What follows belongs to an exercise in optimizing a design on an open flow for small area, a short achievable clock period and few clock cycles per item; a production flow would make more cautious choices. The RTL was checked by simulation tests, not by an equivalence proof against the original design.

Design fft64, start of the top module:
module fft64 (
    input  wire        clk,
    input  wire        rst,
    input  wire        in_valid,
    output wire        in_ready,
    input  wire [15:0] in_re,
    input  wire [15:0] in_im,
    input  wire [17:0] in_coef,
    output wire        out_valid,
    input  wire        out_ready,
    output wire [23:0] out_re,
    output wire [23:0] out_im,
    output wire [3:0]  out_exp,
    output wire        out_sat,
    output wire        out_last
);
    localparam [2:0] P_IO = 3'd7;      
    reg rs;
    always @(posedge clk) rs <= rst;
    reg  [3:0] lbl;         
    reg  [2:0] pass;        
    reg  [2:0] ppass;       
    reg        have_old;    
    reg  [6:0] out_idx;     
    reg  [6:0] in_idx;      
    reg  [6:0] ins_idx;     
    reg        bv;          
    reg [15:0] b_re, b_im;
    reg [17:0] b_c;
    reg        in_rdy;      
    reg        in_rdy_p;    
    reg  [2:0] cnt;         
    reg        ov;          
    reg        ov_p;        
    reg [53:0] q0;          
    reg [53:0] qh;          
    reg [53:0] qb0, qb1, qb2;   
    reg  [1:0] qwp, qrp, qbn;   
  ...
For scale: ~4000 flip-flops, roughly 210000 um^2 of cells after synthesis.
==> flow/config.mk <==
export PLATFORM = sky130hd
export DESIGN_NAME = fft64
export DESIGN_NICKNAME = fft64
export VERILOG_FILES = /design/flow/design.v
export SDC_FILE = /design/flow/constraint.sdc
export NUM_CORES = 8
export LEC_CHECK = 0
export ABC_CLOCK_PERIOD_IN_PS = 6000
export CAP_MARGIN = 20
export CORE_MARGIN = 2
export CORE_UTILIZATION = 60
export PLACE_DENSITY = 0.7
export SLEW_MARGIN = 20
==> flow/constraint.sdc <==
create_clock -name core_clock -period 24.0 [get_ports {clk}]
set_input_delay 4.8000 -clock core_clock [delete_from_list [all_inputs] [get_ports {clk}]]
set_output_delay 4.8000 -clock core_clock [all_outputs]
set_load 0.01 [all_outputs]
standard.sh (not shown) runs the stock make flow with config.mk's settings and CLKGATE_MAP_FILE= SYNTH_SCRIPT=/design/flow/synth_recipe.tcl, a recipe that flattens the netlist after the stock synthesis.
==> flow/flow/run.sh <==
#!/bin/bash
# The standard layout (standard.sh: standard synthesis, then ORFS to
# finish) with two changes: repair_timing aims at a setup slack margin of
# 18.0 ns, i.e. at paths of about 6.0 ns, well inside the 24 ns clock, and
# clock tree synthesis inserts no dummy loads. The constraints and the clock
# period are unchanged.
set -euo pipefail
cd "$(dirname "${BASH_SOURCE[0]}")/.."
bash standard.sh SETUP_SLACK_MARGIN=18.0 \
    "CTS_ARGS=-sink_clustering_enable -repair_clock_nets -dont_use_dummy_load" \
    finish > flow_finish.log 2>&1
The baseline passed the timing, DRC and antenna checks.
Testbench counts at the start, summed over its fixed seeds: cycles 9,768, frames 64.
Rerun with:
==> flow/flow/run.sh (replaced) <==
#!/bin/bash
# The standard layout (standard.sh: standard synthesis, then ORFS to
# finish) with two changes: repair_timing aims at a setup slack margin of
# 17.8 ns, i.e. at paths of about 6.2 ns, well inside the 24 ns clock, and
# clock tree synthesis inserts no dummy loads. The constraints and the clock
# period are unchanged.
set -euo pipefail
cd "$(dirname "${BASH_SOURCE[0]}")/.."
bash standard.sh SETUP_SLACK_MARGIN=17.8 \
    "CTS_ARGS=-sink_clustering_enable -repair_clock_nets -dont_use_dummy_load" \
    finish > flow_finish.log 2>&1
After rerunning: Area after synthesis stays the same. First-iteration DRC count falls by a few percent. Global-route usage went down by 0.24 points. Non-clock buffer count came out lower by 17. Clock-buffer cell count grows by 1. Cell area goes down slightly. Register-to-register slack gets better by 0.07 ns. Sequential cell count stays the same.

========
Another version of the RTL of fft64 (not shown whole).
For scale: ~21,000 cells after synthesis, ~4,100 flip-flops, roughly 110 I/O pins, ~0.21 mm^2 of cells after synthesis.
## fft64
module fft64 (
    input  wire        clk,
    input  wire        rst,
    input  wire        in_valid,
    output wire        in_ready,
    input  wire [15:0] in_re,
    input  wire [15:0] in_im,
    input  wire [17:0] in_coef,
    output wire        out_valid,
    input  wire        out_ready,
    output wire [23:0] out_re,
    output wire [23:0] out_im,
    output wire [3:0]  out_exp,
    output wire        out_sat,
    output wire        out_last
);
==> flow/config.mk <==
export PLATFORM = sky130hd
export DESIGN_NAME = fft64
export DESIGN_NICKNAME = fft64
export VERILOG_FILES = /design/flow/design.v
export SDC_FILE = /design/flow/constraint.sdc
export NUM_CORES = 8
export LEC_CHECK = 0
export ABC_CLOCK_PERIOD_IN_PS = 6000
export CAP_MARGIN = 20
export CORE_MARGIN = 2
export CORE_UTILIZATION = 60
export CTS_CLUSTER_DIAMETER = 60
export CTS_CLUSTER_SIZE = 30
export PLACE_DENSITY = 0.7
export SLEW_MARGIN = 20
==> flow/constraint.sdc <==
create_clock -name core_clock -period 24.0 [get_ports {clk}]
set_input_delay 4.8000 -clock core_clock [delete_from_list [all_inputs] [get_ports {clk}]]
set_output_delay 4.8000 -clock core_clock [all_outputs]
set_load 0.01 [all_outputs]
==> flow/flow/run.sh <==
#!/bin/bash
# The standard layout (standard.sh: standard synthesis, then ORFS to
# finish) with one change: repair_timing aims at a setup slack margin of
# 17.8 ns, i.e. at paths of about 6.2 ns, well inside the 24 ns clock. The
# constraints and the clock period are unchanged.
set -euo pipefail
cd "$(dirname "${BASH_SOURCE[0]}")/.."
bash standard.sh SETUP_SLACK_MARGIN=17.8 finish > flow_finish.log 2>&1
Testbench counts at the start, summed over its fixed seeds: cycles 9,768, frames 64.
Then changed:
- CTS_CLUSTER_DIAMETER: 60 -> not set
- CTS_CLUSTER_SIZE: 30 -> not set
Effect: Non-clock buffer count drops by 22; final cell count climbs slightly; critical path depth grows by 14; first-iteration DRC count shrinks slightly; utilization rises by 1.0 points; synthesized cell count stays the same; count of clock-buffer cells in the layout increases by 284; routed wire length grows slightly.

-- what the ideal ports hide --
How much do the figures lean on ideal ports? The routed layouts below were timed once more, with nothing changed but the port constraints.
Step 1: set_driving_cell puts a clkbuf_16 on clk and a buf_2 on each other input, an assumption about the parent block.
Step 2 also shifts input and output timing later by t, the mid clock arrival at the registers, as if the neighbouring blocks saw the same clock.
Three values: ideal ports, drivers, drivers and shift; two values: the first two.
run | t, ns | setup WS [ns] | worst hold slack (ns) | worst setup path after step 2 | clock arrival spread, ns
the first run of note 1 | 1.029 | 17.669 / 17.550 / 17.326 | 0.217 / 0.217 / 0.217 | input to register | 0.137 / 0.136
the second run of note 1 | 1.024 | 17.625 / 17.510 / 17.068 | 0.244 / 0.244 / 0.244 | input to register | 0.129 / 0.128
the first run of note 2 | 1.050 | 17.531 / 17.419 / 16.616 | 0.293 / 0.293 / 0.293 | input to register | 0.091 / 0.091
the second run of note 2 | 1.064 | 17.652 / 17.561 / 16.665 | 0.267 / 0.267 / 0.267 | input to register | 0.088 / 0.088
After both steps every run listed still meets setup and hold. For the second run of note 2, which loses most, drivers alone change the setup slack by -0.091 ns; drivers and shift together by -0.987 ns.
